This design comes from an exercise in tuning for small area, a short achievable clock period and few clock cycles per item on the open sky130 flow, not from production work.
Where RTL was checked, it was by simulation tests only, not by an equivalence proof against the original.
No functional check of the RTL was part of run 2.

===== flow/design.v =====
module cz_rca #(
    parameter N = 8
) (
    input  [N-1:0] a,
    input  [N-1:0] b,
    input          ci,
    output [N-1:0] s,
    output         co
);
    wire [N:0] c;
    assign c[0] = ci;
    genvar i;
    generate
        for (i = 0; i < N; i = i + 1) begin : g_bit
            assign s[i]   = a[i] ^ b[i] ^ c[i];
            assign c[i+1] = (a[i] & b[i]) | (c[i] & (a[i] ^ b[i]));
        end
    endgenerate
    assign co = c[N];
endmodule
module cz_add #(
    parameter N = 8
) (
    input  [N-1:0] a,
    input  [N-1:0] b,
    input          ci,
    output [N-1:0] s,
    output         co
);
    localparam L = (N <= 2) ? 1 : (N <= 4) ? 2 : (N <= 8) ? 3 : (N <= 16) ? 4 :
                   (N <= 32) ? 5 : (N <= 64) ? 6 : 7;
    wire [N-1:0] p = a ^ b;
    wire [N*(L+1)-1:0] gv;
    wire [N*(L+1)-1:0] pv;
    assign gv[N-1:0] = (a & b) | {{(N-1){1'b0}}, p[0] & ci};
    assign pv[N-1:0] = p;
    genvar l, i;
    generate
        for (l = 0; l < L; l = l + 1) begin : g_lvl
            for (i = 0; i < N; i = i + 1) begin : g_bit
                if ((i >> l) & 1) begin : g_op
                    assign gv[(l+1)*N+i] = gv[l*N+i] | (pv[l*N+i] & gv[l*N+((i >> l) << l)-1]);
                    assign pv[(l+1)*N+i] = pv[l*N+i] & pv[l*N+((i >> l) << l)-1];
                end else begin : g_pass
                    assign gv[(l+1)*N+i] = gv[l*N+i];
                    assign pv[(l+1)*N+i] = pv[l*N+i];
                end
            end
        end
    endgenerate
    wire [N-1:0] c = gv[L*N+N-1:L*N];            
    assign s  = p ^ {c[N-2:0], ci};
    assign co = c[N-1];
endmodule
module cz_por #(
    parameter N = 8
) (
    input  [N-1:0] x,
    output [N-1:0] p
);
    localparam L = (N <= 2) ? 1 : (N <= 4) ? 2 : (N <= 8) ? 3 : (N <= 16) ? 4 :
                   (N <= 32) ? 5 : (N <= 64) ? 6 : 7;
    wire [N*(L+1)-1:0] v;
    assign v[N-1:0] = x;
    genvar l, i;
    generate
        for (l = 0; l < L; l = l + 1) begin : g_lvl
            for (i = 0; i < N; i = i + 1) begin : g_bit
                if ((i >> l) & 1) begin : g_op
                    assign v[(l+1)*N+i] = v[l*N+i] | v[l*N+((i >> l) << l)-1];
                end else begin : g_pass
                    assign v[(l+1)*N+i] = v[l*N+i];
                end
            end
        end
    endgenerate
    assign p = v[L*N+N-1:L*N];
endmodule
module cz_rnd24 #(
    parameter N = 40
) (
    input  [N-1:0] x,
    output [N:0]   y
);
    wire [N-1:0] xr, tr;
    genvar k;
    generate
        for (k = 0; k < N; k = k + 1) begin : g_rev
            assign xr[k] = x[N-1-k];
        end
    endgenerate
    cz_por #(.N(N)) u_t (.x(xr), .p(tr));
    wire [N+25:0] t;
    assign t[N+25:N] = 26'd0;
    generate
        for (k = 0; k < N; k = k + 1) begin : g_t
            assign t[k] = tr[N-1-k];
        end
    endgenerate
    wire [N-1:0] keep = ~t[N+23:24];                
    wire [N-1:0] lsb  = t[N+22:23] & ~t[N+23:24];   
    wire [N-1:0] rnd  = t[N+23:24] & ~t[N+24:25];   
    wire [N-1:0] stk  = t[N+24:25];                 
    wire up = (|(x & rnd)) & ((|(x & stk)) | (|(x & lsb)));
    wire [N-1:0] z = x | ~keep;
    wire [N-1:0] zn;
    wire [N-1:0] pa;
    cz_por #(.N(N)) u_c (.x(~z), .p(zn));
    assign pa = ~zn;                                 
    wire [N-1:0] c = {pa[N-2:0], 1'b1} & keep & {N{up}};
    assign y[N-1:0] = (x & keep) ^ c;
    assign y[N]     = up & pa[N-1];
endmodule
module cz_mul (
    input  [23:0] a,
    input  [15:0] b,
    input  [23:0] ex,       
    output [39:0] p
);
    wire [18:0] bx = {2'b00, b, 1'b0};
    wire [24:0] al = {a, 1'b0};           
    wire [224:0] pp;
    wire [8:0] ng;
    genvar j;
    generate
        for (j = 0; j < 9; j = j + 1) begin : g_row
            wire b2 = bx[2*j+2];
            wire b1 = bx[2*j+1];
            wire b0 = bx[2*j];
            wire one = b1 ^ b0;
            wire two = (b2 & ~b1 & ~b0) | (~b2 & b1 & b0);
            assign ng[j] = b2 & ~(b1 & b0);
            assign pp[j*25+24:j*25] = (({1'b0, a} & {25{one}}) | (al & {25{two}})) ^ {25{ng[j]}};
        end
    endgenerate
    wire s1, c2, s3, c4, s5, c6, s7, c8, s9, c10, s11, c12, s13, c14, s15, c16;
    wire s17, c18, s19, c20, s21, c22, s23, c24, s25, c26, s27, c28, s29, c30, s31, c32;
    wire s33, c34, s35, c36, s37, c38, s39, c40, s41, c42, s43, c44, s45, c46, s47, c48;
    wire s49, c50, s51, c52, s53, c54, s55, c56, s57, c58, s59, c60, s61, c62, s63, c64;
    wire s65, c66, s67, c68, s69, c70, s71, c72, s73, c74, s75, c76, s77, c78, s79, c80;
    wire s81, c82, s83, c84, s85, c86, s87, c88, s89, c90, s91, c92, s93, c94, s95, c96;
    wire s97, c98, s99, c100, s101, c102, s103, c104, s105, c106, s107, c108, s109, c110, s111, c112;
    wire s113, c114, s115, c116, s117, c118, s119, c120, s121, c122, s123, c124, s125, c126, s127, c128;
    wire s129, c130, s131, c132, s133, c134, s135, c136, s137, c138, s139, c140, s141, c142, s143, c144;
    wire s145, c146, s147, c148, s149, c150, s151, c152, s153, c154, s155, c156, s157, c158, s159, c160;
    wire s161, c162, s163, c164, s165, c166, s167, c168, s169, c170, s171, c172, s173, c174, s175, c176;
    wire s177, c178, s179, c180, s181, c182, s183, c184, s185, c186, s187, c188, s189, c190, s191, c192;
    wire s193, c194, s195, c196, s197, c198, s199, c200, s201, c202, s203, c204, s205, c206, s207, c208;
    wire s209, c210, s211, c212, s213, c214, s215, c216, s217, c218, s219, c220, s221, c222, s223, c224;
    wire s225, c226, s227, c228, s229, c230, s231, c232, s233, c234, s235, c236, s237, c238, s239, c240;
    wire s241, c242, s243, c244, s245, c246, s247, c248, s249, c250, s251, c252, s253, c254, s255, c256;
    wire s257, c258, s259, c260, s261, c262, s263, c264, s265, c266, s267, c268, s269, c270, s271, c272;
    wire s273, c274, s275, c276, s277, c278, s279, c280, s281, c282, s283, c284, s285, c286, s287, c288;
    wire s289, c290, s291, c292, s293, c294, s295, c296, s297, c298, s299, c300, s301, c302, s303, c304;
    wire s305, c306, s307, c308, s309, c310, s311, c312, s313, c314, s315, c316, s317, c318, s319, c320;
    wire s321, c322, s323, c324, s325, c326, s327, c328, s329, c330, s331, c332, s333, c334, s335, c336;
    wire s337, c338, s339, c340, s341, c342, s343, c344, s345, c346, s347, c348, s349, c350, s351, c352;
    wire s353, c354, s355, c356, s357, c358, s359, c360, s361, c362, s363, c364, s365, c366, s367, c368;
    wire s369, c370, s371, c372, s373, c374, s375, c376, s377, c378, s379, c380, s381, c382, s383, c384;
    wire s385, c386, s387, c388, s389, c390, s391, c392, s393, c394, s395, c396, s397, c398, s399, c400;
    wire s401, c402, s403, c404, s405, c406, s407, c408, s409, c410, s411, c412, s413, c414, s415, c416;
    wire s417, c418, s419, c420, s421, c422, s423, c424, s425, c426, s427, c428, s429, c430;
    assign s1 = pp[14] ^ pp[37];
    assign c2 = pp[14] & pp[37];
    assign s3 = pp[15] ^ pp[38];
    assign c4 = pp[15] & pp[38];
    assign s5 = pp[16] ^ pp[39] ^ pp[62];
    assign c6 = (pp[16] & pp[39]) | (pp[62] & (pp[16] ^ pp[39]));
    assign s7 = pp[17] ^ pp[40] ^ pp[63];
    assign c8 = (pp[17] & pp[40]) | (pp[63] & (pp[17] ^ pp[40]));
    assign s9 = pp[18] ^ pp[41] ^ pp[64];
    assign c10 = (pp[18] & pp[41]) | (pp[64] & (pp[18] ^ pp[41]));
    assign s11 = pp[19] ^ pp[42] ^ pp[65];
    assign c12 = (pp[19] & pp[42]) | (pp[65] & (pp[19] ^ pp[42]));
    assign s13 = pp[20] ^ pp[43] ^ pp[66];
    assign c14 = (pp[20] & pp[43]) | (pp[66] & (pp[20] ^ pp[43]));
    assign s15 = pp[21] ^ pp[44] ^ pp[67];
    assign c16 = (pp[21] & pp[44]) | (pp[67] & (pp[21] ^ pp[44]));
    assign s17 = pp[22] ^ pp[45] ^ pp[68];
    assign c18 = (pp[22] & pp[45]) | (pp[68] & (pp[22] ^ pp[45]));
    assign s19 = pp[23] ^ pp[46] ^ pp[69];
    assign c20 = (pp[23] & pp[46]) | (pp[69] & (pp[23] ^ pp[46]));
    assign s21 = pp[24] ^ pp[47];
    assign c22 = pp[24] & pp[47];
    assign s23 = pp[48] ^ pp[71] ^ pp[94];
    assign c24 = (pp[48] & pp[71]) | (pp[94] & (pp[48] ^ pp[71]));
    assign s25 = pp[49] ^ pp[72];
    assign c26 = pp[49] & pp[72];
    assign s27 = pp[8] ^ pp[31];
    assign c28 = pp[8] & pp[31];
    assign s29 = pp[9] ^ pp[32];
    assign c30 = pp[9] & pp[32];
    assign s31 = pp[10] ^ pp[33] ^ pp[56];
    assign c32 = (pp[10] & pp[33]) | (pp[56] & (pp[10] ^ pp[33]));
    assign s33 = pp[79] ^ pp[102];
    assign c34 = pp[79] & pp[102];
    assign s35 = pp[11] ^ pp[34] ^ pp[57];
    assign c36 = (pp[11] & pp[34]) | (pp[57] & (pp[11] ^ pp[34]));
    assign s37 = pp[80] ^ pp[103];
    assign c38 = pp[80] & pp[103];
    assign s39 = pp[12] ^ pp[35] ^ pp[58];
    assign c40 = (pp[12] & pp[35]) | (pp[58] & (pp[12] ^ pp[35]));
    assign s41 = pp[81] ^ pp[104] ^ pp[127];
    assign c42 = (pp[81] & pp[104]) | (pp[127] & (pp[81] ^ pp[104]));
    assign s43 = pp[150] ^ ng[6];
    assign c44 = pp[150] & ng[6];
    assign s45 = pp[13] ^ pp[36] ^ pp[59];
    assign c46 = (pp[13] & pp[36]) | (pp[59] & (pp[13] ^ pp[36]));
    assign s47 = pp[82] ^ pp[105] ^ pp[128];
    assign c48 = (pp[82] & pp[105]) | (pp[128] & (pp[82] ^ pp[105]));
    assign s49 = pp[151] ^ ex[13];
    assign c50 = pp[151] & ex[13];
    assign s51 = pp[60] ^ pp[83] ^ pp[106];
    assign c52 = (pp[60] & pp[83]) | (pp[106] & (pp[60] ^ pp[83]));
    assign s53 = pp[129] ^ pp[152] ^ pp[175];
    assign c54 = (pp[129] & pp[152]) | (pp[175] & (pp[129] ^ pp[152]));
    assign s55 = ng[7] ^ ex[14] ^ s1;
    assign c56 = (ng[7] & ex[14]) | (s1 & (ng[7] ^ ex[14]));
    assign s57 = pp[61] ^ pp[84] ^ pp[107];
    assign c58 = (pp[61] & pp[84]) | (pp[107] & (pp[61] ^ pp[84]));
    assign s59 = pp[130] ^ pp[153] ^ pp[176];
    assign c60 = (pp[130] & pp[153]) | (pp[176] & (pp[130] ^ pp[153]));
    assign s61 = ex[15] ^ s3 ^ c2;
    assign c62 = (ex[15] & s3) | (c2 & (ex[15] ^ s3));
    assign s63 = pp[85] ^ pp[108] ^ pp[131];
    assign c64 = (pp[85] & pp[108]) | (pp[131] & (pp[85] ^ pp[108]));
    assign s65 = pp[154] ^ pp[177] ^ pp[200];
    assign c66 = (pp[154] & pp[177]) | (pp[200] & (pp[154] ^ pp[177]));
    assign s67 = ex[16] ^ s5 ^ c4;
    assign c68 = (ex[16] & s5) | (c4 & (ex[16] ^ s5));
    assign s69 = pp[86] ^ pp[109] ^ pp[132];
    assign c70 = (pp[86] & pp[109]) | (pp[132] & (pp[86] ^ pp[109]));
    assign s71 = pp[155] ^ pp[178] ^ pp[201];
    assign c72 = (pp[155] & pp[178]) | (pp[201] & (pp[155] ^ pp[178]));
    assign s73 = ex[17] ^ s7 ^ c6;
    assign c74 = (ex[17] & s7) | (c6 & (ex[17] ^ s7));
    assign s75 = pp[87] ^ pp[110] ^ pp[133];
    assign c76 = (pp[87] & pp[110]) | (pp[133] & (pp[87] ^ pp[110]));
    assign s77 = pp[156] ^ pp[179] ^ pp[202];
    assign c78 = (pp[156] & pp[179]) | (pp[202] & (pp[156] ^ pp[179]));
    assign s79 = ex[18] ^ s9 ^ c8;
    assign c80 = (ex[18] & s9) | (c8 & (ex[18] ^ s9));
    assign s81 = pp[88] ^ pp[111] ^ pp[134];
    assign c82 = (pp[88] & pp[111]) | (pp[134] & (pp[88] ^ pp[111]));
    assign s83 = pp[157] ^ pp[180] ^ pp[203];
    assign c84 = (pp[157] & pp[180]) | (pp[203] & (pp[157] ^ pp[180]));
    assign s85 = ex[19] ^ s11 ^ c10;
    assign c86 = (ex[19] & s11) | (c10 & (ex[19] ^ s11));
    assign s87 = pp[89] ^ pp[112] ^ pp[135];
    assign c88 = (pp[89] & pp[112]) | (pp[135] & (pp[89] ^ pp[112]));
    assign s89 = pp[158] ^ pp[181] ^ pp[204];
    assign c90 = (pp[158] & pp[181]) | (pp[204] & (pp[158] ^ pp[181]));
    assign s91 = ex[20] ^ s13 ^ c12;
    assign c92 = (ex[20] & s13) | (c12 & (ex[20] ^ s13));
    assign s93 = pp[90] ^ pp[113] ^ pp[136];
    assign c94 = (pp[90] & pp[113]) | (pp[136] & (pp[90] ^ pp[113]));
    assign s95 = pp[159] ^ pp[182] ^ pp[205];
    assign c96 = (pp[159] & pp[182]) | (pp[205] & (pp[159] ^ pp[182]));
    assign s97 = ex[21] ^ s15 ^ c14;
    assign c98 = (ex[21] & s15) | (c14 & (ex[21] ^ s15));
    assign s99 = pp[91] ^ pp[114] ^ pp[137];
    assign c100 = (pp[91] & pp[114]) | (pp[137] & (pp[91] ^ pp[114]));
    assign s101 = pp[160] ^ pp[183] ^ pp[206];
    assign c102 = (pp[160] & pp[183]) | (pp[206] & (pp[160] ^ pp[183]));
    assign s103 = ex[22] ^ s17 ^ c16;
    assign c104 = (ex[22] & s17) | (c16 & (ex[22] ^ s17));
    assign s105 = pp[92] ^ pp[115] ^ pp[138];
    assign c106 = (pp[92] & pp[115]) | (pp[138] & (pp[92] ^ pp[115]));
    assign s107 = pp[161] ^ pp[184] ^ pp[207];
    assign c108 = (pp[161] & pp[184]) | (pp[207] & (pp[161] ^ pp[184]));
    assign s109 = ex[23] ^ s19 ^ c18;
    assign c110 = (ex[23] & s19) | (c18 & (ex[23] ^ s19));
    assign s111 = pp[70] ^ pp[93] ^ pp[116];
    assign c112 = (pp[70] & pp[93]) | (pp[116] & (pp[70] ^ pp[93]));
    assign s113 = pp[139] ^ pp[162] ^ pp[185];
    assign c114 = (pp[139] & pp[162]) | (pp[185] & (pp[139] ^ pp[162]));
    assign s115 = pp[208] ^ s21 ^ c20;
    assign c116 = (pp[208] & s21) | (c20 & (pp[208] ^ s21));
    assign s117 = pp[117] ^ pp[140] ^ pp[163];
    assign c118 = (pp[117] & pp[140]) | (pp[163] & (pp[117] ^ pp[140]));
    assign s119 = pp[186] ^ pp[209] ^ ~ng[0];
    assign c120 = (pp[186] & pp[209]) | (~ng[0] & (pp[186] ^ pp[209]));
    assign s121 = 1'b1 ^ s23 ^ c22;
    assign c122 = (1'b1 & s23) | (c22 & (1'b1 ^ s23));
    assign s123 = pp[95] ^ pp[118] ^ pp[141];
    assign c124 = (pp[95] & pp[118]) | (pp[141] & (pp[95] ^ pp[118]));
    assign s125 = pp[164] ^ pp[187] ^ pp[210];
    assign c126 = (pp[164] & pp[187]) | (pp[210] & (pp[164] ^ pp[187]));
    assign s127 = 1'b1 ^ s25 ^ c24;
    assign c128 = (1'b1 & s25) | (c24 & (1'b1 ^ s25));
    assign s129 = pp[73] ^ pp[96] ^ pp[119];
    assign c130 = (pp[73] & pp[96]) | (pp[119] & (pp[73] ^ pp[96]));
    assign s131 = pp[142] ^ pp[165] ^ pp[188];
    assign c132 = (pp[142] & pp[165]) | (pp[188] & (pp[142] ^ pp[165]));
    assign s133 = pp[211] ^ ~ng[1] ^ c26;
    assign c134 = (pp[211] & ~ng[1]) | (c26 & (pp[211] ^ ~ng[1]));
    assign s135 = pp[74] ^ pp[97] ^ pp[120];
    assign c136 = (pp[74] & pp[97]) | (pp[120] & (pp[74] ^ pp[97]));
    assign s137 = pp[143] ^ pp[166] ^ pp[189];
    assign c138 = (pp[143] & pp[166]) | (pp[189] & (pp[143] ^ pp[166]));
    assign s139 = pp[212] ^ 1'b1;
    assign c140 = pp[212] & 1'b1;
    assign s141 = pp[98] ^ pp[121] ^ pp[144];
    assign c142 = (pp[98] & pp[121]) | (pp[144] & (pp[98] ^ pp[121]));
    assign s143 = pp[167] ^ pp[190] ^ pp[213];
    assign c144 = (pp[167] & pp[190]) | (pp[213] & (pp[167] ^ pp[190]));
    assign s145 = pp[99] ^ pp[122] ^ pp[145];
    assign c146 = (pp[99] & pp[122]) | (pp[145] & (pp[99] ^ pp[122]));
    assign s147 = pp[168] ^ pp[191];
    assign c148 = pp[168] & pp[191];
    assign s149 = pp[123] ^ pp[146] ^ pp[169];
    assign c150 = (pp[123] & pp[146]) | (pp[169] & (pp[123] ^ pp[146]));
    assign s151 = pp[124] ^ pp[147];
    assign c152 = pp[124] & pp[147];
    assign s153 = pp[4] ^ pp[27];
    assign c154 = pp[4] & pp[27];
    assign s155 = pp[5] ^ pp[28];
    assign c156 = pp[5] & pp[28];
    assign s157 = pp[6] ^ pp[29] ^ pp[52];
    assign c158 = (pp[6] & pp[29]) | (pp[52] & (pp[6] ^ pp[29]));
    assign s159 = pp[75] ^ ng[3];
    assign c160 = pp[75] & ng[3];
    assign s161 = pp[7] ^ pp[30] ^ pp[53];
    assign c162 = (pp[7] & pp[30]) | (pp[53] & (pp[7] ^ pp[30]));
    assign s163 = pp[76] ^ ex[7];
    assign c164 = pp[76] & ex[7];
    assign s165 = pp[54] ^ pp[77] ^ pp[100];
    assign c166 = (pp[54] & pp[77]) | (pp[100] & (pp[54] ^ pp[77]));
    assign s167 = ng[4] ^ ex[8] ^ s27;
    assign c168 = (ng[4] & ex[8]) | (s27 & (ng[4] ^ ex[8]));
    assign s169 = pp[55] ^ pp[78] ^ pp[101];
    assign c170 = (pp[55] & pp[78]) | (pp[101] & (pp[55] ^ pp[78]));
    assign s171 = ex[9] ^ s29 ^ c28;
    assign c172 = (ex[9] & s29) | (c28 & (ex[9] ^ s29));
    assign s173 = pp[125] ^ ng[5] ^ ex[10];
    assign c174 = (pp[125] & ng[5]) | (ex[10] & (pp[125] ^ ng[5]));
    assign s175 = s31 ^ s33 ^ c30;
    assign c176 = (s31 & s33) | (c30 & (s31 ^ s33));
    assign s177 = pp[126] ^ ex[11] ^ s35;
    assign c178 = (pp[126] & ex[11]) | (s35 & (pp[126] ^ ex[11]));
    assign s179 = s37 ^ c32 ^ c34;
    assign c180 = (s37 & c32) | (c34 & (s37 ^ c32));
    assign s181 = ex[12] ^ s39 ^ s41;
    assign c182 = (ex[12] & s39) | (s41 & (ex[12] ^ s39));
    assign s183 = s43 ^ c36 ^ c38;
    assign c184 = (s43 & c36) | (c38 & (s43 ^ c36));
    assign s185 = s45 ^ s47 ^ s49;
    assign c186 = (s45 & s47) | (s49 & (s45 ^ s47));
    assign s187 = c40 ^ c42 ^ c44;
    assign c188 = (c40 & c42) | (c44 & (c40 ^ c42));
    assign s189 = s51 ^ s53 ^ s55;
    assign c190 = (s51 & s53) | (s55 & (s51 ^ s53));
    assign s191 = c46 ^ c48 ^ c50;
    assign c192 = (c46 & c48) | (c50 & (c46 ^ c48));
    assign s193 = s57 ^ s59 ^ s61;
    assign c194 = (s57 & s59) | (s61 & (s57 ^ s59));
    assign s195 = c52 ^ c54 ^ c56;
    assign c196 = (c52 & c54) | (c56 & (c52 ^ c54));
    assign s197 = s63 ^ s65 ^ s67;
    assign c198 = (s63 & s65) | (s67 & (s63 ^ s65));
    assign s199 = c58 ^ c60 ^ c62;
    assign c200 = (c58 & c60) | (c62 & (c58 ^ c60));
    assign s201 = s69 ^ s71 ^ s73;
    assign c202 = (s69 & s71) | (s73 & (s69 ^ s71));
    assign s203 = c64 ^ c66 ^ c68;
    assign c204 = (c64 & c66) | (c68 & (c64 ^ c66));
    assign s205 = s75 ^ s77 ^ s79;
    assign c206 = (s75 & s77) | (s79 & (s75 ^ s77));
    assign s207 = c70 ^ c72 ^ c74;
    assign c208 = (c70 & c72) | (c74 & (c70 ^ c72));
    assign s209 = s81 ^ s83 ^ s85;
    assign c210 = (s81 & s83) | (s85 & (s81 ^ s83));
    assign s211 = c76 ^ c78 ^ c80;
    assign c212 = (c76 & c78) | (c80 & (c76 ^ c78));
    assign s213 = s87 ^ s89 ^ s91;
    assign c214 = (s87 & s89) | (s91 & (s87 ^ s89));
    assign s215 = c82 ^ c84 ^ c86;
    assign c216 = (c82 & c84) | (c86 & (c82 ^ c84));
    assign s217 = s93 ^ s95 ^ s97;
    assign c218 = (s93 & s95) | (s97 & (s93 ^ s95));
    assign s219 = c88 ^ c90 ^ c92;
    assign c220 = (c88 & c90) | (c92 & (c88 ^ c90));
    assign s221 = s99 ^ s101 ^ s103;
    assign c222 = (s99 & s101) | (s103 & (s99 ^ s101));
    assign s223 = c94 ^ c96 ^ c98;
    assign c224 = (c94 & c96) | (c98 & (c94 ^ c96));
    assign s225 = s105 ^ s107 ^ s109;
    assign c226 = (s105 & s107) | (s109 & (s105 ^ s107));
    assign s227 = c100 ^ c102 ^ c104;
    assign c228 = (c100 & c102) | (c104 & (c100 ^ c102));
    assign s229 = s111 ^ s113 ^ s115;
    assign c230 = (s111 & s113) | (s115 & (s111 ^ s113));
    assign s231 = c106 ^ c108 ^ c110;
    assign c232 = (c106 & c108) | (c110 & (c106 ^ c108));
    assign s233 = s117 ^ s119 ^ s121;
    assign c234 = (s117 & s119) | (s121 & (s117 ^ s119));
    assign s235 = c112 ^ c114 ^ c116;
    assign c236 = (c112 & c114) | (c116 & (c112 ^ c114));
    assign s237 = s123 ^ s125 ^ s127;
    assign c238 = (s123 & s125) | (s127 & (s123 ^ s125));
    assign s239 = c118 ^ c120 ^ c122;
    assign c240 = (c118 & c120) | (c122 & (c118 ^ c120));
    assign s241 = s129 ^ s131 ^ s133;
    assign c242 = (s129 & s131) | (s133 & (s129 ^ s131));
    assign s243 = c124 ^ c126 ^ c128;
    assign c244 = (c124 & c126) | (c128 & (c124 ^ c126));
    assign s245 = s135 ^ s137 ^ s139;
    assign c246 = (s135 & s137) | (s139 & (s135 ^ s137));
    assign s247 = c130 ^ c132 ^ c134;
    assign c248 = (c130 & c132) | (c134 & (c130 ^ c132));
    assign s249 = ~ng[2] ^ s141 ^ s143;
    assign c250 = (~ng[2] & s141) | (s143 & (~ng[2] ^ s141));
    assign s251 = c136 ^ c138 ^ c140;
    assign c252 = (c136 & c138) | (c140 & (c136 ^ c138));
    assign s253 = pp[214] ^ 1'b1 ^ s145;
    assign c254 = (pp[214] & 1'b1) | (s145 & (pp[214] ^ 1'b1));
    assign s255 = s147 ^ c142 ^ c144;
    assign c256 = (s147 & c142) | (c144 & (s147 ^ c142));
    assign s257 = pp[192] ^ pp[215] ^ ~ng[3];
    assign c258 = (pp[192] & pp[215]) | (~ng[3] & (pp[192] ^ pp[215]));
    assign s259 = s149 ^ c146 ^ c148;
    assign c260 = (s149 & c146) | (c148 & (s149 ^ c146));
    assign s261 = pp[170] ^ pp[193] ^ pp[216];
    assign c262 = (pp[170] & pp[193]) | (pp[216] & (pp[170] ^ pp[193]));
    assign s263 = 1'b1 ^ s151 ^ c150;
    assign c264 = (1'b1 & s151) | (c150 & (1'b1 ^ s151));
    assign s265 = pp[148] ^ pp[171] ^ pp[194];
    assign c266 = (pp[148] & pp[171]) | (pp[194] & (pp[148] ^ pp[171]));
    assign s267 = pp[217] ^ ~ng[4] ^ c152;
    assign c268 = (pp[217] & ~ng[4]) | (c152 & (pp[217] ^ ~ng[4]));
    assign s269 = pp[149] ^ pp[172] ^ pp[195];
    assign c270 = (pp[149] & pp[172]) | (pp[195] & (pp[149] ^ pp[172]));
    assign s271 = pp[218] ^ 1'b1;
    assign c272 = pp[218] & 1'b1;
    assign s273 = pp[173] ^ pp[196] ^ pp[219];
    assign c274 = (pp[173] & pp[196]) | (pp[219] & (pp[173] ^ pp[196]));
    assign s275 = pp[174] ^ pp[197];
    assign c276 = pp[174] & pp[197];
    assign s277 = pp[2] ^ pp[25];
    assign c278 = pp[2] & pp[25];
    assign s279 = pp[3] ^ pp[26];
    assign c280 = pp[3] & pp[26];
    assign s281 = pp[50] ^ ng[2] ^ ex[4];
    assign c282 = (pp[50] & ng[2]) | (ex[4] & (pp[50] ^ ng[2]));
    assign s283 = pp[51] ^ ex[5] ^ s155;
    assign c284 = (pp[51] & ex[5]) | (s155 & (pp[51] ^ ex[5]));
    assign s285 = ex[6] ^ s157 ^ s159;
    assign c286 = (ex[6] & s157) | (s159 & (ex[6] ^ s157));
    assign s287 = s161 ^ s163 ^ c158;
    assign c288 = (s161 & s163) | (c158 & (s161 ^ s163));
    assign s289 = s165 ^ s167 ^ c162;
    assign c290 = (s165 & s167) | (c162 & (s165 ^ s167));
    assign s291 = s169 ^ s171 ^ c166;
    assign c292 = (s169 & s171) | (c166 & (s169 ^ s171));
    assign s293 = s173 ^ s175 ^ c170;
    assign c294 = (s173 & s175) | (c170 & (s173 ^ s175));
    assign s295 = s177 ^ s179 ^ c174;
    assign c296 = (s177 & s179) | (c174 & (s177 ^ s179));
    assign s297 = s181 ^ s183 ^ c178;
    assign c298 = (s181 & s183) | (c178 & (s181 ^ s183));
    assign s299 = s185 ^ s187 ^ c182;
    assign c300 = (s185 & s187) | (c182 & (s185 ^ s187));
    assign s301 = s189 ^ s191 ^ c186;
    assign c302 = (s189 & s191) | (c186 & (s189 ^ s191));
    assign s303 = s193 ^ s195 ^ c190;
    assign c304 = (s193 & s195) | (c190 & (s193 ^ s195));
    assign s305 = s197 ^ s199 ^ c194;
    assign c306 = (s197 & s199) | (c194 & (s197 ^ s199));
    assign s307 = s201 ^ s203 ^ c198;
    assign c308 = (s201 & s203) | (c198 & (s201 ^ s203));
    assign s309 = s205 ^ s207 ^ c202;
    assign c310 = (s205 & s207) | (c202 & (s205 ^ s207));
    assign s311 = s209 ^ s211 ^ c206;
    assign c312 = (s209 & s211) | (c206 & (s209 ^ s211));
    assign s313 = s213 ^ s215 ^ c210;
    assign c314 = (s213 & s215) | (c210 & (s213 ^ s215));
    assign s315 = s217 ^ s219 ^ c214;
    assign c316 = (s217 & s219) | (c214 & (s217 ^ s219));
    assign s317 = s221 ^ s223 ^ c218;
    assign c318 = (s221 & s223) | (c218 & (s221 ^ s223));
    assign s319 = s225 ^ s227 ^ c222;
    assign c320 = (s225 & s227) | (c222 & (s225 ^ s227));
    assign s321 = s229 ^ s231 ^ c226;
    assign c322 = (s229 & s231) | (c226 & (s229 ^ s231));
    assign s323 = s233 ^ s235 ^ c230;
    assign c324 = (s233 & s235) | (c230 & (s233 ^ s235));
    assign s325 = s237 ^ s239 ^ c234;
    assign c326 = (s237 & s239) | (c234 & (s237 ^ s239));
    assign s327 = s241 ^ s243 ^ c238;
    assign c328 = (s241 & s243) | (c238 & (s241 ^ s243));
    assign s329 = s245 ^ s247 ^ c242;
    assign c330 = (s245 & s247) | (c242 & (s245 ^ s247));
    assign s331 = s249 ^ s251 ^ c246;
    assign c332 = (s249 & s251) | (c246 & (s249 ^ s251));
    assign s333 = s253 ^ s255 ^ c250;
    assign c334 = (s253 & s255) | (c250 & (s253 ^ s255));
    assign s335 = s257 ^ s259 ^ c254;
    assign c336 = (s257 & s259) | (c254 & (s257 ^ s259));
    assign s337 = s261 ^ s263 ^ c258;
    assign c338 = (s261 & s263) | (c258 & (s261 ^ s263));
    assign s339 = s265 ^ s267 ^ c262;
    assign c340 = (s265 & s267) | (c262 & (s265 ^ s267));
    assign s341 = s269 ^ s271 ^ c266;
    assign c342 = (s269 & s271) | (c266 & (s269 ^ s271));
    assign s343 = ~ng[5] ^ s273 ^ c270;
    assign c344 = (~ng[5] & s273) | (c270 & (~ng[5] ^ s273));
    assign s345 = pp[220] ^ 1'b1 ^ s275;
    assign c346 = (pp[220] & 1'b1) | (s275 & (pp[220] ^ 1'b1));
    assign s347 = pp[198] ^ pp[221] ^ ~ng[6];
    assign c348 = (pp[198] & pp[221]) | (~ng[6] & (pp[198] ^ pp[221]));
    assign s349 = pp[199] ^ pp[222];
    assign c350 = pp[199] & pp[222];
    assign s351 = pp[0] ^ ng[0];
    assign c352 = pp[0] & ng[0];
    assign s353 = pp[1] ^ ex[1];
    assign c354 = pp[1] & ex[1];
    assign s355 = ng[1] ^ ex[2] ^ s277;
    assign c356 = (ng[1] & ex[2]) | (s277 & (ng[1] ^ ex[2]));
    assign s357 = ex[3] ^ s279 ^ c278;
    assign c358 = (ex[3] & s279) | (c278 & (ex[3] ^ s279));
    assign s359 = s153 ^ s281 ^ c280;
    assign c360 = (s153 & s281) | (c280 & (s153 ^ s281));
    assign s361 = c154 ^ s283 ^ c282;
    assign c362 = (c154 & s283) | (c282 & (c154 ^ s283));
    assign s363 = c156 ^ s285 ^ c284;
    assign c364 = (c156 & s285) | (c284 & (c156 ^ s285));
    assign s365 = c160 ^ s287 ^ c286;
    assign c366 = (c160 & s287) | (c286 & (c160 ^ s287));
    assign s367 = c164 ^ s289 ^ c288;
    assign c368 = (c164 & s289) | (c288 & (c164 ^ s289));
    assign s369 = c168 ^ s291 ^ c290;
    assign c370 = (c168 & s291) | (c290 & (c168 ^ s291));
    assign s371 = c172 ^ s293 ^ c292;
    assign c372 = (c172 & s293) | (c292 & (c172 ^ s293));
    assign s373 = c176 ^ s295 ^ c294;
    assign c374 = (c176 & s295) | (c294 & (c176 ^ s295));
    assign s375 = c180 ^ s297 ^ c296;
    assign c376 = (c180 & s297) | (c296 & (c180 ^ s297));
    assign s377 = c184 ^ s299 ^ c298;
    assign c378 = (c184 & s299) | (c298 & (c184 ^ s299));
    assign s379 = c188 ^ s301 ^ c300;
    assign c380 = (c188 & s301) | (c300 & (c188 ^ s301));
    assign s381 = c192 ^ s303 ^ c302;
    assign c382 = (c192 & s303) | (c302 & (c192 ^ s303));
    assign s383 = c196 ^ s305 ^ c304;
    assign c384 = (c196 & s305) | (c304 & (c196 ^ s305));
    assign s385 = c200 ^ s307 ^ c306;
    assign c386 = (c200 & s307) | (c306 & (c200 ^ s307));
    assign s387 = c204 ^ s309 ^ c308;
    assign c388 = (c204 & s309) | (c308 & (c204 ^ s309));
    assign s389 = c208 ^ s311 ^ c310;
    assign c390 = (c208 & s311) | (c310 & (c208 ^ s311));
    assign s391 = c212 ^ s313 ^ c312;
    assign c392 = (c212 & s313) | (c312 & (c212 ^ s313));
    assign s393 = c216 ^ s315 ^ c314;
    assign c394 = (c216 & s315) | (c314 & (c216 ^ s315));
    assign s395 = c220 ^ s317 ^ c316;
    assign c396 = (c220 & s317) | (c316 & (c220 ^ s317));
    assign s397 = c224 ^ s319 ^ c318;
    assign c398 = (c224 & s319) | (c318 & (c224 ^ s319));
    assign s399 = c228 ^ s321 ^ c320;
    assign c400 = (c228 & s321) | (c320 & (c228 ^ s321));
    assign s401 = c232 ^ s323 ^ c322;
    assign c402 = (c232 & s323) | (c322 & (c232 ^ s323));
    assign s403 = c236 ^ s325 ^ c324;
    assign c404 = (c236 & s325) | (c324 & (c236 ^ s325));
    assign s405 = c240 ^ s327 ^ c326;
    assign c406 = (c240 & s327) | (c326 & (c240 ^ s327));
    assign s407 = c244 ^ s329 ^ c328;
    assign c408 = (c244 & s329) | (c328 & (c244 ^ s329));
    assign s409 = c248 ^ s331 ^ c330;
    assign c410 = (c248 & s331) | (c330 & (c248 ^ s331));
    assign s411 = c252 ^ s333 ^ c332;
    assign c412 = (c252 & s333) | (c332 & (c252 ^ s333));
    assign s413 = c256 ^ s335 ^ c334;
    assign c414 = (c256 & s335) | (c334 & (c256 ^ s335));
    assign s415 = c260 ^ s337 ^ c336;
    assign c416 = (c260 & s337) | (c336 & (c260 ^ s337));
    assign s417 = c264 ^ s339 ^ c338;
    assign c418 = (c264 & s339) | (c338 & (c264 ^ s339));
    assign s419 = c268 ^ s341 ^ c340;
    assign c420 = (c268 & s341) | (c340 & (c268 ^ s341));
    assign s421 = c272 ^ s343 ^ c342;
    assign c422 = (c272 & s343) | (c342 & (c272 ^ s343));
    assign s423 = c274 ^ s345 ^ c344;
    assign c424 = (c274 & s345) | (c344 & (c274 ^ s345));
    assign s425 = c276 ^ s347 ^ c346;
    assign c426 = (c276 & s347) | (c346 & (c276 ^ s347));
    assign s427 = 1'b1 ^ s349 ^ c348;
    assign c428 = (1'b1 & s349) | (c348 & (1'b1 ^ s349));
    assign s429 = pp[223] ^ ~ng[7] ^ c350;
    assign c430 = (pp[223] & ~ng[7]) | (c350 & (pp[223] ^ ~ng[7]));
    wire [39:0] r0 = {s429, s427, s425, s423, s421, s419, s417, s415, s413, s411, s409, s407, s405, s403, s401, s399, s397, s395, s393, s391, s389, s387, s385, s383, s381, s379, s377, s375, s373, s371, s369, s367, s365, s363, s361, s359, s357, s355, s353, ex[0]};
    wire [39:0] r1 = {c428, c426, c424, c422, c420, c418, c416, c414, c412, c410, c408, c406, c404, c402, c400, c398, c396, c394, c392, c390, c388, c386, c384, c382, c380, c378, c376, c374, c372, c370, c368, c366, c364, c362, c360, c358, c356, c354, c352, s351};
    cz_add #(.N(40)) u_fin (.a(r0), .b(r1), .ci(1'b0), .s(p), .co());
endmodule
module cz_xstep (
    input  [30:0] d,
    input         ident,
    input         zero,        
    output [11:0] idx,
    output [23:0] op_a,
    output [7:0]  k
);
    wire [7:0]  e8 = d[30:23];
    wire [23:0] m  = {|e8, d[22:0]};
    reg [4:0] lz;
    integer n;
    always @* begin
        lz = 5'd0;
        for (n = 0; n < 24; n = n + 1)
            if (m[n]) lz = 5'd23 - n[4:0];
    end
    wire [23:0] mn = m << lz;
    wire [7:0]  eb = (e8 == 8'd0) ? 8'd1 : e8;
    wire [35:0] p;
    cz_rca #(.N(36)) u_p (.a({mn, 12'd0}), .b(~{12'd0, mn}), .ci(1'b1), .s(p), .co());
    wire        h    = p[35];
    wire [23:0] xraw = h ? p[35:12] : p[34:11];
    wire        rb   = h ? p[11] : p[10];
    wire        st   = h ? (|p[10:0]) : (|p[9:0]);
    wire        up   = rb & (st | xraw[0]);
    wire [24:0] xs;
    cz_rca #(.N(24)) u_xs (.a(xraw), .b(24'd0), .ci(up), .s(xs[23:0]), .co(xs[24]));
    wire        cy   = xs[24];
    wire [23:0] xm   = cy ? 24'h800000 : xs[23:0];
    wire [8:0]  gp;
    cz_rca #(.N(9)) u_gp (.a({1'b0, eb}), .b({7'd0, h & cy, h ^ cy}), .ci(1'b0), .s(gp), .co());
    wire [9:0]  g;
    cz_rca #(.N(10)) u_g (.a({1'b0, gp}), .b(~{5'd0, lz}), .ci(1'b1), .s(g), .co());
    wire [9:0]  shw;                         
    cz_rca #(.N(10)) u_sh (.a(g), .b(~10'd116), .ci(1'b1), .s(shw), .co());
    wire        xge1 = !shw[9];
    wire [3:0]  sh   = xge1 ? shw[3:0] : 4'd0;
    wire [34:0] xf   = {11'd0, xm} << sh;
    wire [7:0]  kt;                          
    cz_rca #(.N(8)) u_kt (.a(8'd116), .b(~g[7:0]), .ci(1'b1), .s(kt), .co());
    assign idx  = xge1 ? xf[34:23] : 12'd0;
    assign op_a = zero ? 24'd0 : ident ? m : (xge1 ? {1'b0, xf[22:0]} : xm);
    assign k    = ident ? {1'b0, ~eb[6:0]} : (xge1 ? 8'd0 : kt);
endmodule
module cz_mstep (
    input  [15:0] t0,
    input  [15:0] t1,
    input  [23:0] op_a,
    input         ident,
    output [39:0] r,
    output        sgn
);
    wire [15:0] d10;
    wire        ge;
    cz_add #(.N(16)) u_d (.a(t1), .b(~t0), .ci(1'b1), .s(d10), .co(ge));
    wire [15:0] b   = ident ? 16'hffff : (d10 ^ {16{!ge}});
    wire [23:0] ex  = op_a & {24{!ident && !ge}};
    wire [39:0] pm;
    cz_mul u_mul (.a(op_a), .b(b), .ex(ex), .p(pm));
    wire [40:0] rr;
    cz_rnd24 #(.N(40)) u_rnd (.x(pm), .y(rr));
    assign r   = rr[39:0];
    assign sgn = !ident && !ge;
endmodule
module cz_astep (
    input  [39:0] r,
    input         sgn,
    input  [15:0] t0,
    input  [7:0]  k,
    output [44:0] q,
    output        tiny,
    output [7:0]  ue
);
    wire [44:0] rs = {r, 5'd0};
    wire [45*7-1:0] sv;
    wire [6:0]      st;
    assign sv[44:0] = rs;
    assign st[0]    = 1'b0;
    genvar j;
    generate
        for (j = 0; j < 6; j = j + 1) begin : g_sh
            wire [44:0] cur = sv[j*45+44:j*45];
            assign sv[(j+1)*45+44:(j+1)*45] = k[j] ? (cur >> (1 << j)) : cur;
            assign st[j+1] = st[j] | (k[j] & (|cur[(1 << j)-1:0]));
        end
    endgenerate
    wire        big = |k[7:6];
    wire [44:0] a   = big ? 45'd0 : sv[6*45+44:6*45];
    wire        stk = big ? (|r) : st[6];
    wire [28:0] l29 = {a[27:0], stk};
    wire [28:0] lp;
    cz_por #(.N(29)) u_lo (.x(l29), .p(lp));
    wire [29:0] lo = {lp, 1'b0};
    wire [28:0] ln = l29 ^ ({29{sgn}} & lo[28:0]);
    wire [15:0] u;
    cz_add #(.N(16)) u_hi (.a(t0), .b(a[43:28] ^ {16{sgn}}), .ci(sgn & !lo[29]), .s(u), .co());
    wire [44:0] vx = {u, ln};
    wire [45:0] y;
    cz_rnd24 #(.N(45)) u_rnd (.x(vx), .y(y));
    assign tiny = (t0 == 16'd0) && stk;
    assign q    = tiny ? rs : y[44:0];
    wire [7:0]  uk;
    cz_rca #(.N(8)) u_uk (.a(8'd142), .b(~k), .ci(1'b1), .s(uk), .co());
    assign ue   = tiny ? uk : 8'd141;
endmodule
module cz_ostep (
    input  [44:0] q,
    input  [7:0]  ue,
    input         tiny,
    input  [3:0]  wc,      
    input  [4:0]  tau5,    
    output [31:0] yf,
    output [15:0] code
);
    reg [5:0] lzc;
    integer n;
    always @* begin
        lzc = 6'd45;
        for (n = 0; n < 45; n = n + 1)
            if (q[n]) lzc = 6'd44 - n[5:0];
    end
    wire [7:0]  el;                        
    wire        le;                        
    cz_rca #(.N(8)) u_el (.a(ue), .b(~{2'b00, lzc}), .ci(1'b1), .s(el), .co(le));
    wire [5:0]  sh  = le ? lzc : ue[5:0];
    wire [44:0] z   = q << sh;
    wire [7:0]  ex  = z[44] ? (el + 8'd1) : 8'd0;
    assign yf = {1'b0, ex, z[43:21]};
    wire [43:0] yq = q[44:1];
    wire [4:0]  w  = {wc[3], !wc[3], wc[2:0]};    
    wire [59:0] ys = {8'd0, yq, 8'd0} << wc;
    wire [59:0] am;
    cz_rca #(.N(60)) u_am (.a(ys), .b(~{16'd0, yq}), .ci(1'b1), .s(am), .co());
    wire [36:0] ap = am[59:23];            
    wire [21:0] s1;
    cz_rca #(.N(21)) u_s1 (.a(ap[36:16]), .b({5'd0, ap[15:0]}), .ci(1'b0), .s(s1[20:0]), .co(s1[21]));
    wire        c2;
    wire [15:0] s2_unused;
    cz_rca #(.N(16)) u_s2 (.a(s1[15:0]), .b({10'd0, s1[21:16]}), .ci(1'b1), .s(s2_unused), .co(c2));
    wire [6:0]  t3s;
    wire        t3c;
    cz_rca #(.N(6)) u_t3 (.a(s1[21:16]), .b({1'b0, tau5}), .ci(c2), .s(t3s[5:0]), .co(t3c));
    wire [20:0] t3 = {14'd0, t3c, t3s[5:0]};
    wire [20:0] sm;
    wire        smc;
    cz_rca #(.N(21)) u_sm (.a(ap[36:16]), .b(t3), .ci(1'b0), .s(sm), .co(smc));
    wire [16:0] craw = {smc, sm[20:5]};
    wire [16:0] top  = ~({17{1'b1}} << w);
    wire        ovf  = |(craw & ~top);
    assign code = tiny ? 16'd0 : (ovf ? top[15:0] : craw[15:0]);
endmodule
module cz_quant (
    input             clk,
    input             rst,           
    input             in_valid,
    output            in_ready,
    input      [31:0] in_d,          
    input             in_ident,      
    input       [2:0] in_table,      
    input       [4:0] in_width,      
    input       [2:0] in_dither,     
    input      [15:0] in_fn,         
    input       [2:0] in_word,       
    input      [19:0] in_entry,      
    input             in_zero,       
    output     [14:0] tbl_addr,      
    input      [15:0] tbl_data0,     
    input      [15:0] tbl_data1,     
    output reg        out_valid,
    input             out_ready,
    output reg [15:0] out_word,
    output reg [31:0] out_y          
);
    reg  sk_valid;
    reg  adv;            
    reg  rdy;            
    assign in_ready = rdy;
    localparam IW = 54;
    wire [IW-1:0] in_item = {in_d[30:0], in_ident, in_table, in_width[4], in_width[2:0],
                             in_dither, in_fn[3:0], in_word, in_entry[3:0], in_zero};
    reg           s1_valid;
    reg  [IW-1:0] s1_item;
    always @(posedge clk) begin
        if (rst)
            s1_valid <= 1'b0;
        else if (adv)
            s1_valid <= in_valid && rdy;
        if (adv)
            s1_item <= in_item;
    end
    wire [30:0] s1_d     = s1_item[53:23];
    wire        s1_ident = s1_item[22];
    wire  [2:0] s1_table = s1_item[21:19];
    wire  [3:0] s1_wc    = s1_item[18:15];
    wire  [2:0] s1_dith  = s1_item[14:12];
    wire  [3:0] s1_fn    = s1_item[11:8];
    wire  [2:0] s1_word  = s1_item[7:5];
    wire  [3:0] s1_entry = s1_item[4:1];
    wire        s1_zero  = s1_item[0];
    wire [11:0] x_idx;
    wire [23:0] x_opa;
    wire  [7:0] x_k;
    cz_xstep u_x (.d(s1_d), .ident(s1_ident), .zero(s1_zero), .idx(x_idx), .op_a(x_opa), .k(x_k));
    wire [3:0] v = s1_fn + {s1_word, 1'b0} + {1'b0, s1_word} + {s1_entry[1:0], 2'b00} + s1_entry;
    reg  [4:0] tau5;
    always @* begin
        case (s1_dith)
            3'd0:    tau5 = 5'b10000;
            3'd1:    tau5 = {v[0], 4'b1000};
            3'd2:    tau5 = {v[0], v[1], 3'b100};
            3'd3:    tau5 = {v[0], v[1], v[2], 2'b10};
            default: tau5 = {v[0], v[1], v[2], v[3], 1'b1};
        endcase
    end
    reg        s2_valid, s2_ident;
    reg  [2:0] s2_table;
    reg [11:0] s2_idx;
    reg [23:0] s2_opa;
    reg  [7:0] s2_k;
    reg  [3:0] s2_wc;
    reg  [4:0] s2_tau;
    always @(posedge clk) begin
        if (rst)
            s2_valid <= 1'b0;
        else if (adv)
            s2_valid <= s1_valid;
        if (adv) begin
            s2_ident <= s1_ident || s1_zero;
            s2_table <= s1_table;
            s2_idx   <= x_idx;
            s2_opa   <= x_opa;
            s2_k     <= x_k;
            s2_wc    <= s1_wc;
            s2_tau   <= tau5;
        end
    end
    assign tbl_addr = {s2_table, s2_idx};
    reg        s3_valid, s3_ident;
    reg [15:0] s3_t0, s3_t1;
    reg [23:0] s3_opa;
    reg  [7:0] s3_k;
    reg  [3:0] s3_wc;
    reg  [4:0] s3_tau;
    always @(posedge clk) begin
        if (rst)
            s3_valid <= 1'b0;
        else if (adv)
            s3_valid <= s2_valid;
        if (adv) begin
            s3_ident <= s2_ident;
            s3_t0    <= tbl_data0;
            s3_t1    <= tbl_data1;
            s3_opa   <= s2_opa;
            s3_k     <= s2_k;
            s3_wc    <= s2_wc;
            s3_tau   <= s2_tau;
        end
    end
    wire [39:0] m_r;
    wire        m_sgn;
    cz_mstep u_m (.t0(s3_t0), .t1(s3_t1), .op_a(s3_opa), .ident(s3_ident), .r(m_r), .sgn(m_sgn));
    wire [44:0] a_q;
    wire        a_tiny;
    wire  [7:0] a_ue;
    wire [15:0] m_t0 = s3_ident ? 16'd0 : s3_t0;
    cz_astep u_a (.r(m_r), .sgn(m_sgn), .t0(m_t0), .k(s3_k), .q(a_q), .tiny(a_tiny), .ue(a_ue));
    reg        s5_valid, s5_tiny;
    reg [44:0] s5_q;
    reg  [7:0] s5_ue;
    reg  [3:0] s5_wc;
    reg  [4:0] s5_tau;
    always @(posedge clk) begin
        if (rst)
            s5_valid <= 1'b0;
        else if (adv)
            s5_valid <= s3_valid;
        if (adv) begin
            s5_tiny <= a_tiny;
            s5_q    <= a_q;
            s5_ue   <= a_ue;
            s5_wc   <= s3_wc;
            s5_tau  <= s3_tau;
        end
    end
    wire [31:0] o_y;
    wire [15:0] o_code;
    cz_ostep u_o (.q(s5_q), .ue(s5_ue), .tiny(s5_tiny), .wc(s5_wc), .tau5(s5_tau),
                  .yf(o_y), .code(o_code));
    wire [15:0] w_word = o_code;
    wire [31:0] w_y    = o_y;
    wire        w_valid = adv && s5_valid;      
    wire        out_free = !out_valid || out_ready;
    wire        pend = sk_valid || w_valid;        
    wire        hold = out_valid && pend;          
    reg  [15:0] sk_word;
    reg  [31:0] sk_y;
    always @(posedge clk) begin
        if (rst) begin
            out_valid <= 1'b0;
            sk_valid  <= 1'b0;
            adv       <= 1'b1;
            rdy       <= 1'b0;
        end else begin
            out_valid <= pend || (out_valid && !out_ready);
            sk_valid  <= hold && !out_ready;
            adv       <= !hold || out_ready;
            rdy       <= !hold || out_ready;
        end
        if (out_free) begin
            out_word <= sk_valid ? sk_word : w_word;
            out_y    <= sk_valid ? sk_y : w_y;
        end
        if (!sk_valid) begin
            sk_word <= w_word;
            sk_y    <= w_y;
        end
    end
endmodule

===== flow/flow/run.sh =====
#!/bin/bash
# The standard layout (standard.sh), with one change: ABC maps the
# synthesised logic with area-oriented mapping (map -a, flow/abc_area.script)
# instead of ORFS's default abc_area.script. Registers, their names and cell
# types are the standard synthesis's, since ABC sees only combinational logic.
set -euo pipefail
rm -rf scripts_area
cp -r "$FLOW_HOME/scripts" scripts_area
cp flow/abc_area.script scripts_area/abc_area.script
bash standard.sh finish SCRIPTS_DIR="$PWD/scripts_area" > layout.log 2>&1

===== flow/flow/abc_area.script =====
strash
dch
map -a
topo
stime -c
buffer -c
upsize -c
dnsize -c

===== flow/standard.sh =====
#!/bin/bash
# synth_recipe.tcl (not shown) runs the flow's synth.tcl, then flattens the netlist and writes it again
# the make line also repeats each setting of config.mk as NAME=value (left out here)
make -C /OpenROAD-flow-scripts/flow DESIGN_CONFIG=/design/flow/config.mk WORK_HOME=/design/flow/orfs CLKGATE_MAP_FILE= SYNTH_SCRIPT=/design/flow/synth_recipe.tcl "${@:-finish}"

===== flow/config.mk =====
export PLATFORM = sky130hd
export DESIGN_NAME = cz_quant
export DESIGN_NICKNAME = cz_quant
export VERILOG_FILES = /design/flow/design.v
export SDC_FILE = /design/flow/constraint.sdc
export NUM_CORES = 4
export LEC_CHECK = 0
export ABC_AREA = 1
export CAP_MARGIN = 20
export CORE_MARGIN = 2
export CORE_UTILIZATION = 60
export CTS_BUF_LIST = sky130_fd_sc_hd__clkbuf_8
export SLEW_MARGIN = 20

===== flow/constraint.sdc =====
create_clock -name core_clock -period 140.0 [get_ports {clk}]
set_input_delay 28.0000 -clock core_clock [delete_from_list [all_inputs] [get_ports {clk}]]
set_output_delay 28.0000 -clock core_clock [all_outputs]
set_load 0.01 [all_outputs]

==> results_dict.tcl, run 1 <==
set metrics [dict create \
    yosysWarnings 3 \
    fmax_mhz 33.77 \
    ys_top_cells_by_area "edfxtp_1 22%, fa_1 13%, nand2_1 9.6%, ha_1 7.0%, o21ai_0 6.7%" \
    crit_path_max_incr_delay_ns 0.56 \
    cts_setup_buffers 0 \
    numCtsBuffers 58 \
    timing.rr.start "s3_t0[0]" \
    synthArstFlopShare 0 \
    clk_pin_slew_worst_paths_ns 0.06 \
    cp_slowest_cell "clkdlybuf4s50_1" \
    synthFlopType "edfxtp_1" \
    synthXorXnorAreaFrac 0.06608 \
    coreArea_mm2 0.06835 \
    seq_area_frac_synth 0.2424 \
    grt_pass1_wl_um 209300 \
    tritoncts "built" \
    synthMostInstantiatedCell "nand2_1" \
    cp-start-kind "register" \
    io_buffers 154 \
    synth_edf_count 296 \
    drtIter0Drc 5586 \
    io-pin-count 185 \
    crit_family "buffers and inverters" \
    timing.final.crit_period_ns 29.62 \
    post_cts_resized 0 \
    critPathBufInv 1 \
    ff2ff_setup_slack_ns 113.96 \
    post-route-drc-count 0 \
    die_x_um 266.4 \
    synth_adder_area_share 0.2002 \
    outcome "timing/DRC/antenna clean" \
    syn_area_mm2 0.04130 \
    synthCells 5498 \
    synth.largest_area_cell "edfxtp_1" \
    r2r_cells 145 \
    clk-insertion-delay-late_ns 0.69 \
    drive_gt1_frac 0.06169 \
    cp_data_arrival_time_ns 1.62 \
    syn_area_per_cell_um2 7.512 \
    nets 6115 \
    syn-num-nets 6118 \
    pre_cts_slack_ns 110.18 \
    slew_viol_final 0 \
    cp_data_required_time_ns 112.00 \
    place_congestion 1.042 \
    grt_pass1_vias 36170 \
    startpoint "out_valid" \
    grt_overflow_total 0 \
    htree_num_levels 2 \
    hpwl_um 106700 \
    fin_setup_tns_ns 0 \
    critical_path_peak_fanout 2 \
    synth_top_family_by_area "simple AND/OR/NAND/NOR gates" \
    crit_end "out_valid" \
    period_share 0.2115 \
    fp-row-count 96 \
    die_area_mm2 0.07095 \
    layout_setup_ws_ns 110.38 \
    worst-slew-pin-transition_ns 1.261 \
    start_util 0.6043 \
    setup_viol 0 \
    hold_class "reg -> reg" \
    yosys-top-cells-count "1055 x nand2_1, 683 x inv_1, 551 x o21ai_0, 535 x nor2_1, 296 x edfxtp_1" \
    r2r_end "s5_q[35]" \
    ant_nets 0 \
    avgViaCountPerCell 6.073 \
    path_class "reg -> out" \
    hold_violations 0 \
    syn_to_final_growth_pct 8.080 \
    die_h_um 266.4 \
    relSlewSlack 0.1576 \
    rsz0062_at_grt "false" \
    first_pass_iters 7 \
    cap_viol_max_count 0 \
    cts_hold_buf 0 \
    fill_cells 6115 \
    skew_ns 0.06854 \
    cts-root-buf "clkbuf_8" \
    grt_max_degree 82 \
    cp_num_cells 1 \
    wl_per_cell_um 21.42 \
    cts_max_path_buffers 3 \
    yosys-mux-area-fraction 0.01357 \
    yosysUniqueCellTypes 93 \
    end_kind "primary output" \
    synth_top_area_share 0.2152 \
    yosys_register_bits 352 \
    drt_wl_total_um 137700 \
    grt_usage 0.3848 \
    synth-compound-area-share 0.1761 \
    antenna_found_initial 8 \
    crit_chain "clkdlybuf4s50_1" \
    synth-simple-area-share 0.2020 \
    vias 39040 \
    clock_sinks 352 \
]
## area by class of cell
class,count,area (um2),area share
clock buffers,63,867.1,0.01943
well taps,882,1104,0.02472
diodes,3,7.507,0.0001682
inverters,775,2964,0.06641
flip-flops and latches,352,10010,0.2244
clock inverters,46,382.9,0.008578
repair buffers,215,2019,0.04524
multi-input cells,4093,27280,0.6111
## cell usage in the layout, fill, tap and decap left out, types with 7 or more instances in the layout
master           count
edfxtp_1           296
o21ai_1             62
a31oi_1             49
buf_4               60
clkinv_2            10
xnor2_1             53
a211oi_1            16
nand2_1           1054
fa_1               268
nand3_1            136
o21bai_1             9
clkinv_1            53
nor4_1              37
nor2_2              30
clkbuf_8            63
nor3_1              69
nand4_1             28
a221oi_1             7
o22ai_1            216
inv_4               13
o21a_1              19
inv_2               39
a21oi_1            206
o221ai_1            16
nor2_8               8
inv_1              691
o21ai_2              7
clkdlybuf4s50_1    154
o31ai_1             17
o21ai_0            549
xor2_1             253
mux2i_1             56
nor2_1             526
or2_2               18
dfxtp_1             54
a22oi_1             12
o2111ai_1            9
nor2_4              19
ha_1               232
## worst min-delay path by stage
stage | slack [ns] | cells after the start | to | startpoint
after floorplan | 0.40 | 2 | sk_y[31] | sk_y[31]
after global placement | 0.40 | 0 | s5_wc[2] | s3_wc[2]
after detailed placement | 0.40 | 0 | s3_k[1] | s2_k[1]
after CTS | 0.35 | 0 | s3_k[5] | s2_k[5]
after global routing | 0.37 | 0 | s3_opa[2] | s2_opa[2]
final | 0.37 | 0 | s3_opa[10] | s2_opa[10]
## state kept, by name (all words and copies together), names as in the netlist, 5 cells and up
register  flops
s1_item      54
s2_opa       24
s3_k          8
s5_tau        5
sk_y         32
s5_q         45
s5_ue         8
s3_t1        16
s2_k          8
s3_t0        16
s3_tau        5
s2_idx       12
s3_opa       24
sk_word      16
out_y        32
out_word     16
s2_tau        5
## per-layer routing
layer,global-route usage,up-vias,share of wire
met2,0.5768,2230,0.42
met1,0.5470,18200,0.42
met3,0.09843,322,0.12
li1,-,18290,-
met5,0,-,0.00034
met4,0.1162,8,0.034
## kinds of logic after synthesis
group,count (synthesis)
mux,56
xor+xnor,309
buf+inv,1053
flops,352
fa+ha+maj,500
compound gates,1263
simple gates,1965
## through the flow
stage	cell area [um2]	util	hold WS, ns	std cells
floorplan	41300	-	0.3972	5498
global placement	43350	0.6342	0.4011	6316
detailed placement	43350	0.6342	0.4045	6316
CTS	44600	0.6525	0.3547	6425
global route	44630	0.6530	0.3732	6427
finish	44640	0.6531	0.3664	6429
Testbench counts, summed over its fixed seeds: cycles 16,040, items 16,000.
==> run 2: changes to the inputs <==
--- a/flow/design.v
+++ b/flow/design.v
@@ -632,10 +632,12 @@
     cz_rca #(.N(10)) u_sh (.a(g), .b(~10'd116), .ci(1'b1), .s(shw), .co());
     wire        xge1 = !shw[9];
-    wire [3:0]  sh   = xge1 ? shw[3:0] : 4'd0;
-    wire [34:0] xf   = {11'd0, xm} << sh;
+    wire        xg   = xge1 && !ident;
+    wire [23:0] xsrc = zero ? 24'd0 : ident ? m : xm;
+    wire [3:0]  sh   = xg ? shw[3:0] : 4'd0;
+    wire [34:0] xf   = {11'd0, xsrc} << sh;
     wire [7:0]  kt;                          
     cz_rca #(.N(8)) u_kt (.a(8'd116), .b(~g[7:0]), .ci(1'b1), .s(kt), .co());
-    assign idx  = xge1 ? xf[34:23] : 12'd0;
-    assign op_a = zero ? 24'd0 : ident ? m : (xge1 ? {1'b0, xf[22:0]} : xm);
+    assign idx  = xg ? xf[34:23] : 12'd0;
+    assign op_a = {xf[23] && !xg, xf[22:0]};
     assign k    = ident ? {1'b0, ~eb[6:0]} : (xge1 ? 8'd0 : kt);
 endmodule
@@ -725,5 +727,4 @@
     assign yf = {1'b0, ex, z[43:21]};
     wire [43:0] yq = q[44:1];
-    wire [4:0]  w  = {wc[3], !wc[3], wc[2:0]};    
     wire [59:0] ys = {8'd0, yq, 8'd0} << wc;
     wire [59:0] am;
@@ -740,10 +741,6 @@
     wire [20:0] t3 = {14'd0, t3c, t3s[5:0]};
     wire [20:0] sm;
-    wire        smc;
-    cz_rca #(.N(21)) u_sm (.a(ap[36:16]), .b(t3), .ci(1'b0), .s(sm), .co(smc));
-    wire [16:0] craw = {smc, sm[20:5]};
-    wire [16:0] top  = ~({17{1'b1}} << w);
-    wire        ovf  = |(craw & ~top);
-    assign code = tiny ? 16'd0 : (ovf ? top[15:0] : craw[15:0]);
+    cz_rca #(.N(21)) u_sm (.a(ap[36:16]), .b(t3), .ci(1'b0), .s(sm), .co());
+    assign code = tiny ? 16'd0 : sm[20:5];
 endmodule
 module cz_quant (
--- a/flow/config.mk
+++ b/flow/config.mk
@@ -10,4 +10,3 @@
 export CORE_MARGIN = 2
 export CORE_UTILIZATION = 60
-export CTS_BUF_LIST = sky130_fd_sc_hd__clkbuf_8
 export SLEW_MARGIN = 20
==> run 2 against run 1 <==
Net effect:
- non-clock buffer count increased by 3
- flip-flop and latch count unchanged
==> results_dict.tcl, run 2 <==
set metrics [dict create \
    outcome "timing/DRC/antenna clean" \
    cp_data_arrival_time_ns 1.62 \
    cap_viol_max_count 0 \
    synthCells 5425 \
    cp-start-kind "register" \
    clk_pin_slew_worst_paths_ns 0.06 \
    fill_cells 5899 \
    synthMostInstantiatedCell "nand2_1" \
    period_share 0.2116 \
    drtIter0Drc 4647 \
    setup_viol 0 \
    pre_cts_slack_ns 110.45 \
    vias 38160 \
    io-pin-count 185 \
    seq_area_frac_synth 0.2442 \
    grt_overflow_total 0 \
    placed_area_mm2 0.04314 \
    cp_data_required_time_ns 112.00 \
    layout_common_cells "1007 x nand2_1, 677 x inv_1, 495 x nor2_1" \
    wl_per_cell_um 21.07 \
    layout_commonest_cell "nand2_1" \
    syn_area_per_cell_um2 7.555 \
    fp-row-count 95 \
    io_buffers 154 \
    die_area_mm2 0.07042 \
    syn_to_final_growth_pct 8.398 \
    cp_slowest_cell "clkdlybuf4s50_1" \
    regMostFlops "s1_item" \
    timing.final.crit_period_ns 29.62 \
    nets 6029 \
    grt_max_degree 89 \
    yosys-mux-area-fraction 0.01294 \
    crit_path_max_incr_delay_ns 0.59 \
    critPathBufInv 1 \
    synth_edf_count 296 \
    yosysWarnings 3 \
    drt_wl_total_um 133000 \
    grt_usage 0.3747 \
    worstHoldStart "s2_opa[18]" \
    fin_setup_tns_ns 0 \
    synth_adder_area_share 0.2014 \
    ys_top_cells_by_area "edfxtp_1 22%, fa_1 13%, nand2_1 9.2%, ha_1 7.1%, inv_1 6.2%" \
    clk-insertion-delay-late_ns 0.60 \
    place_congestion 1.048 \
    hold_class "reg -> reg" \
    hpwl_um 102700 \
    yosys_register_bits 352 \
    rsz0062_at_grt "false" \
    syn-num-nets 6044 \
    numCtsBuffers 39 \
    hold_violations 0 \
    post_cts_resized 0 \
    grt_pass1_vias 35440 \
    fmax_mhz 33.76 \
    first_pass_iters 6 \
    end_kind "primary output" \
    startpoint "out_y[25]" \
    die_x_um 265.4 \
    synth.largest_area_cell "edfxtp_1" \
    htree_num_levels 2 \
    critical_path_peak_fanout 1 \
    tritoncts "built" \
    cts_setup_buffers 0 \
    synth_top_area_share 0.2169 \
    timing.rr.start "s3_t0[0]" \
    synth-simple-area-share 0.1980 \
    slew_viol_final 0 \
    cts_hold_buf 0 \
    layout_setup_ws_ns 110.38 \
    crit_chain "clkdlybuf4s50_1" \
    synthArstFlopShare 0 \
    avgViaCountPerCell 6.043 \
    largest_register_ffs 54 \
    yosys-top-cells-count "1008 x nand2_1, 677 x inv_1, 507 x nor2_1, 486 x o21ai_0, 296 x edfxtp_1" \
    path_class "reg -> out" \
    synthFlopType "edfxtp_1" \
    coreArea_mm2 0.06740 \
    grt_pass1_wl_um 203800 \
    worst-slew-pin-transition_ns 1.114 \
    reg_top3 "s1_item: 54 flops, s5_q: 45 flops" \
    relSlewSlack 0.2550 \
    drive_gt1_frac 0.06267 \
    clock_sinks 352 \
    skew_ns 0.04240 \
    crit_family "buffers and inverters" \
    design_area_mm2 0.04443 \
    antenna_found_initial 6 \
    ant_nets 0 \
    cts-root-buf "clkbuf_16" \
    die_h_um 265.4 \
    synthXorXnorAreaFrac 0.06917 \
    synth-compound-area-share 0.1744 \
    cts_max_path_buffers 3 \
    post-route-drc-count 0 \
    yosysUniqueCellTypes 83 \
    synth_top_family_by_area "adder cells" \
    start_util 0.6082 \
    syn_area_mm2 0.04099 \
]
[run 2: cell count changes after synthesis, sizes merged, moves of 11 or more]
cell	before	now
a22o	1	15
a31oi	50	61
buf	28	56
clkbuf	249	217
inv	739	752
nand2	1065	1022
nor2	583	556
o21ai	622	610
o221ai	17	4
[run 2: final timing paths]
path	endpoint	slack, ns	cells after the start
max reg2reg	s5_q[30]	113.48	150
min	s3_opa[18]	0.39	0
max	out_y[25]	110.38	1
min reg2reg	s3_opa[18]	0.39	0
[run 2: cell type report]
type	count	area, um2	share of cell area
multi-input combinational	4009	27010	0.6080
sequential	352	10010	0.2254
inverter	790	3000	0.06753
timing repair buffer	218	2022	0.04551
tap	873	1092	0.02459
clock buffer	49	1054	0.02371
clock inverter	23	230.2	0.005182
antenna	1	2.502	0.00005632
[run 2: stage by stage]
step | instances | hold WS [ns] | utilization
2_1_floorplan | 5425 | 0.3972 | -
3_3_place_gp | 6242 | 0.4025 | 0.6401
3_5_place_dp | 6242 | 0.4045 | 0.6401
4_1_cts | 6314 | 0.3963 | 0.6591
5_1_grt | 6314 | 0.4023 | 0.6592
6_report | 6315 | 0.3893 | 0.6592
[run 2: layer usage]
metal | track usage | routed length (um) | vias up
met3 | 0.09794 | 15620 | 273
met5 | 0.01109 | 174 | -
met2 | 0.5552 | 56620 | 2055
li1 | - | - | 17950
met4 | 0.1142 | 4320 | 12
met1 | 0.5363 | 56310 | 17880
[run 2: cells by family after synthesis]
logic type                 count (synthesis)
DFF                                      352
adders and majority gates                499
muxes                                     53
buffers and inverters                   1064
and+or+nand+nor                         1896
xor gates and xnor gates                 322
AOI/OAI and AO/OA                       1239

[port drivers added, routing unchanged]
No port has a modelled driver above. Below, the same layouts with a new extraction and two added sets of constraints.
Step 1: set_driving_cell puts a clkbuf_16 on clk and a buf_2 on each other input, an assumption about the parent block.
Step 2 moves the port delays by t, midway between the first and last clock arrival at a register: inputs arrive t later, outputs are due t later. That takes back most of the time a late clock gives input paths.
a / b / c = no drivers / after step 1 / after step 2; a / b = the first two.
run	shift t [ns]	slack for setup (ns)	worst slew at a driven data input, ns
run 1	0.721	110.384 / 110.320 / 110.555	0.14
run 2	0.645	110.381 / 110.314 / 110.407	0.16
After both steps every run listed still meets setup and hold.
